From an optimization exercise on the open Yosys and OpenROAD flow, aimed at small area, a short achievable clock period and few clock cycles per item; shortcuts taken in it are not production practice. At most, simulation tests tie the RTL to the original design; equivalence was not proved.

## neuron_visit
module neuron_visit (
    input  wire        clk,
    input  wire        rst,
    input  wire        cfg_wide,       
    input  wire [6:0]  cfg_step,       
    input  wire        pop_reset,      
    input  wire        pop_clocked,    
    input  wire [3:0]  pop_refract,    
    input  wire [22:0] pop_theta,      
    input  wire [23:0] pop_rest,       
    input  wire [7:0]  pop_d,          
    input  wire [15:0] pop_bias,       
    input  wire        pop_gated,      
    output wire [6:0]  f_addr,
    input  wire [24:0] f_data,
    input  wire        in_valid,
    output wire        in_ready,
    input  wire [63:0] in_rec,
    input  wire [31:0] in_acc,
    input  wire [31:0] in_late,
    input  wire        in_touched,
    output wire        out_valid,
    input  wire        out_ready,
    output wire [63:0] out_rec,
    output wire [3:0]  out_n,
    output wire        out_rest,
    output wire        out_refr_drop,
    output wire        out_gated,
    output wire        out_sat,
    output wire        out_clip
);
Size in the first run: roughly 5500 cells after synthesis, ~720 flip-flops, about 330 I/O pins, ~58000 µm² of cells after synthesis.
export LEC_CHECK = 0
export ABC_CLOCK_PERIOD_IN_PS = 6000
export CAP_MARGIN = 20
export CORE_MARGIN = 2
export CORE_UTILIZATION = 50
export SLEW_MARGIN = 20
create_clock -name core_clock -period 24.0 [get_ports {clk}]
standard.sh (not shown) runs the stock make flow with config.mk's settings and CLKGATE_MAP_FILE= SYNTH_SCRIPT=/design/flow/synth_recipe.tcl, a recipe that flattens the netlist after the stock synthesis.
==> flow/flow/run.sh <==
#!/bin/bash
# Standard layout, with two changes to how it is made (the SDC is unchanged):
# repair_timing is asked for extra setup slack so that the layout is optimised
# toward the period the design can reach, and the port buffers are plain
# buffers (buf_1) rather than the smallest-drive cell buffer_ports picks.
set -euo pipefail
MARGIN=$(cat flow/margin.txt)
bash standard.sh SETUP_SLACK_MARGIN=$MARGIN "BUFFER_PORTS_ARGS=-buffer_cell sky130_fd_sc_hd__buf_1" finish > flow_standard.log 2>&1
==> flow/flow/margin.txt <==
17.85
The first run completed with no timing, DRC or antenna violations.
==> next run, changes <==
--- a/flow/design.v
+++ b/flow/design.v
@@ -22,56 +22,62 @@
     output wire        out_valid,
     input  wire        out_ready,
     output wire [63:0] out_rec,
     output wire [3:0]  out_n,
     output wire        out_rest,
     output wire        out_refr_drop,
     output wire        out_gated,
     output wire        out_sat,
     output wire        out_clip
 );
     reg               c_wide;
     reg        [6:0]  c_step;
+    reg               c_reset;
     reg               c_clocked;
+    reg        [3:0]  c_refract;
     reg        [22:0] c_theta;
     reg        [24:0] c_th3;       
     reg        [23:0] c_rsat;      
     reg        [3:0]  c_bo, c_bt, c_bn;    
     reg               c_d7;                
     reg        [15:0] c_bias;      
+    reg               c_gated;
     reg               c_vge;       
     wire [8:0] dx = {pop_d, 1'b0};
     wire [3:0] d_bo, d_bt, d_bn;
     genvar di;
     generate
         for (di = 0; di < 4; di = di + 1) begin : g_dbooth
             assign d_bo[di] = dx[2*di+1] ^ dx[2*di];
             assign d_bt[di] = (dx[2*di+2] & ~dx[2*di+1] & ~dx[2*di]) | (~dx[2*di+2] & dx[2*di+1] & dx[2*di]);
             assign d_bn[di] = dx[2*di+2] & ~(dx[2*di+1] & dx[2*di]);
         end
     endgenerate
     wire rs_clamp = ~cfg_wide & ~(&pop_rest[23:15]) & (|pop_rest[23:15]);
     always @(posedge clk) begin
         c_wide    <= cfg_wide;
         c_step    <= cfg_step;
+        c_reset   <= pop_reset;
         c_clocked <= pop_clocked;
+        c_refract <= pop_refract;
         c_theta   <= pop_theta;
         c_th3     <= {2'b00, c_theta} + {1'b0, c_theta, 1'b0};
         c_rsat    <= {rs_clamp ? {9{pop_rest[23]}}  : pop_rest[23:15],
                       rs_clamp ? {15{~pop_rest[23]}} : pop_rest[14:0]};
         c_bo      <= d_bo;
         c_bt      <= d_bt;
         c_bn      <= d_bn;
         c_d7      <= pop_d[7];
         c_bias    <= pop_clocked ? pop_bias : 16'd0;
+        c_gated   <= pop_gated;
         c_vge     <= cfg_wide | (pop_theta[22:15] == 8'd0);
     end
     reg adv_r;      
     reg ir_r;       
     reg o_v, s_v;   
     reg p1_ok, p2_ok, p3_ok, p4_ok, p5_ok;
     wire pop    = o_v & out_ready;
     wire push   = adv_r & p5_ok;
     wire [1:0] cnt_n = {1'b0, o_v} + {1'b0, s_v} - {1'b0, pop} + {1'b0, push};
     always @(posedge clk) begin
         if (rst) begin
             adv_r <= 1'b1;
@@ -564,26 +570,26 @@
     reg               p2_restf, p2_drop, p2_gtd, p2_test, p2_rst, p2_hit;
     reg        [3:0]  p2_refr;
     reg        [6:0]  p2_k;
     always @(posedge clk) begin
         if (adv_r) begin
             p2_v     <= rested ? 24'd0 : p1_v;
             p2_rb    <= p1_rb;
             p2_lt    <= lt_sum[40:8];
             p2_hit   <= hit;
             p2_restf <= restf;
             p2_rst   <= rested;
             p2_drop  <= hit & p1_tch;
-            p2_gtd   <= ~hit & pop_gated & p1_tch;
-            p2_test  <= ~hit & ~pop_gated;
+            p2_gtd   <= ~hit & c_gated & p1_tch;
+            p2_test  <= ~hit & ~c_gated;
             p2_refr  <= refr_n;
             p2_k     <= p1_k;
         end
     end
     wire [24:0] vx = {p2_v, 1'b0};
     wire [11:0] bo, bt, bn;
     genvar gi;
     generate
         for (gi = 0; gi < 12; gi = gi + 1) begin : g_booth
             assign bo[gi] = vx[2*gi+1] ^ vx[2*gi];
             assign bt[gi] = (vx[2*gi+2] & ~vx[2*gi+1] & ~vx[2*gi]) | (~vx[2*gi+2] & vx[2*gi+1] & vx[2*gi]);
             assign bn[gi] = vx[2*gi+2] & ~(vx[2*gi+1] & vx[2*gi]);
@@ -1719,33 +1725,33 @@
     wire               ga3   = {5'd0, va} >= {1'b0, c_th3, 2'd0};
     wire               ga4   = {4'd0, va} >= {c_theta, 4'd0};
     reg        [23:0] p5_vs;
     reg        [1:0]  p5_qa;
     reg               p5_fr, p5_fire, p5_sat, p5_clip;
     reg        [15:0] p5_rb;
     reg               p5_restf, p5_drop, p5_gtd;
     reg        [3:0]  p5_refr;
     always @(posedge clk) begin
         if (adv_r) begin
             p5_vs    <= vs;
             p5_qa    <= ga3 ? 2'd3 : ga2 ? 2'd2 : ga1 ? 2'd1 : 2'd0;
-            p5_fr    <= fire & pop_reset;
+            p5_fr    <= fire & c_reset;
             p5_fire  <= fire;
             p5_sat   <= t_lo | t_hi;
-            p5_clip  <= fire & pop_reset & ga4;
+            p5_clip  <= fire & c_reset & ga4;
             p5_rb    <= p4_rb;
             p5_restf <= p4_restf;
             p5_drop  <= p4_drop;
             p5_gtd   <= p4_gtd;
-            p5_refr  <= fire ? pop_refract : p4_refr;
+            p5_refr  <= fire ? c_refract : p4_refr;
         end
     end
     wire        [22:0] va5   = p5_vs[22:0];    
     wire        [24:0] ma    = p5_qa == 2'd3 ? {c_th3[22:0], 2'd0} :
                                p5_qa == 2'd2 ? {c_theta[21:0], 3'd0} :
                                p5_qa == 2'd1 ? {c_theta[22:0], 2'd0} : 25'd0;
     wire        [22:0] ra    = va5 - ma[22:0];    
     wire        [25:0] db1   = {3'd0, ra} - {3'd0, c_theta};
     wire        [25:0] db2   = {3'd0, ra} - {2'd0, c_theta, 1'b0};
     wire        [25:0] db3   = {3'd0, ra} - {1'd0, c_th3};
     wire               gb1   = ~db1[25];
     wire               gb2   = ~db2[25];
After rerunning: Sequential cell count climbs by 6. Register-to-register slack stays flat. Cell count stays flat. Die area is about the same. Core utilization went down by 0.23 points. Wire length fell slightly. Critical path depth stays the same. Worst setup slack hardly moves. First-iteration DRC count is lower by a few percent.
Testbench counts after the change, summed over its fixed seeds: cycles 16,384, items 16,000.
For the first run of this note, only the layout was checked, not whether the RTL still works.

==> what the ideal ports hide <==
Ports are ideal in the flow. The routed layouts listed here were re-timed in OpenROAD.
Step 1 (the two cells are an assumption about what drives the block):
set clk [get_ports {clk}]
set_driving_cell -lib_cell sky130_fd_sc_hd__clkbuf_16 $clk
set_driving_cell -lib_cell sky130_fd_sc_hd__buf_2 [delete_from_list [all_inputs] $clk]
Step 2, shift: input delay + t, output delay - t, t = (earliest + latest rising clock arrival at the registers) / 2. This alone moves slack from input paths to output paths.
Slacks: no drivers / after step 1 / after step 2; pairs: no drivers / after step 1.
run	t (ns)	setup slack, ns	latest minus earliest clock arrival (ns)
the first run	0.768	17.883 / 17.806 / 17.244	0.040 / 0.041
the second run	0.732	17.883 / 17.807 / 17.285	0.072 / 0.073
After both steps every run listed still meets setup and hold. The setup slack of the first run, which loses most, moves by -0.077 ns with the drivers and by -0.639 ns with both steps.
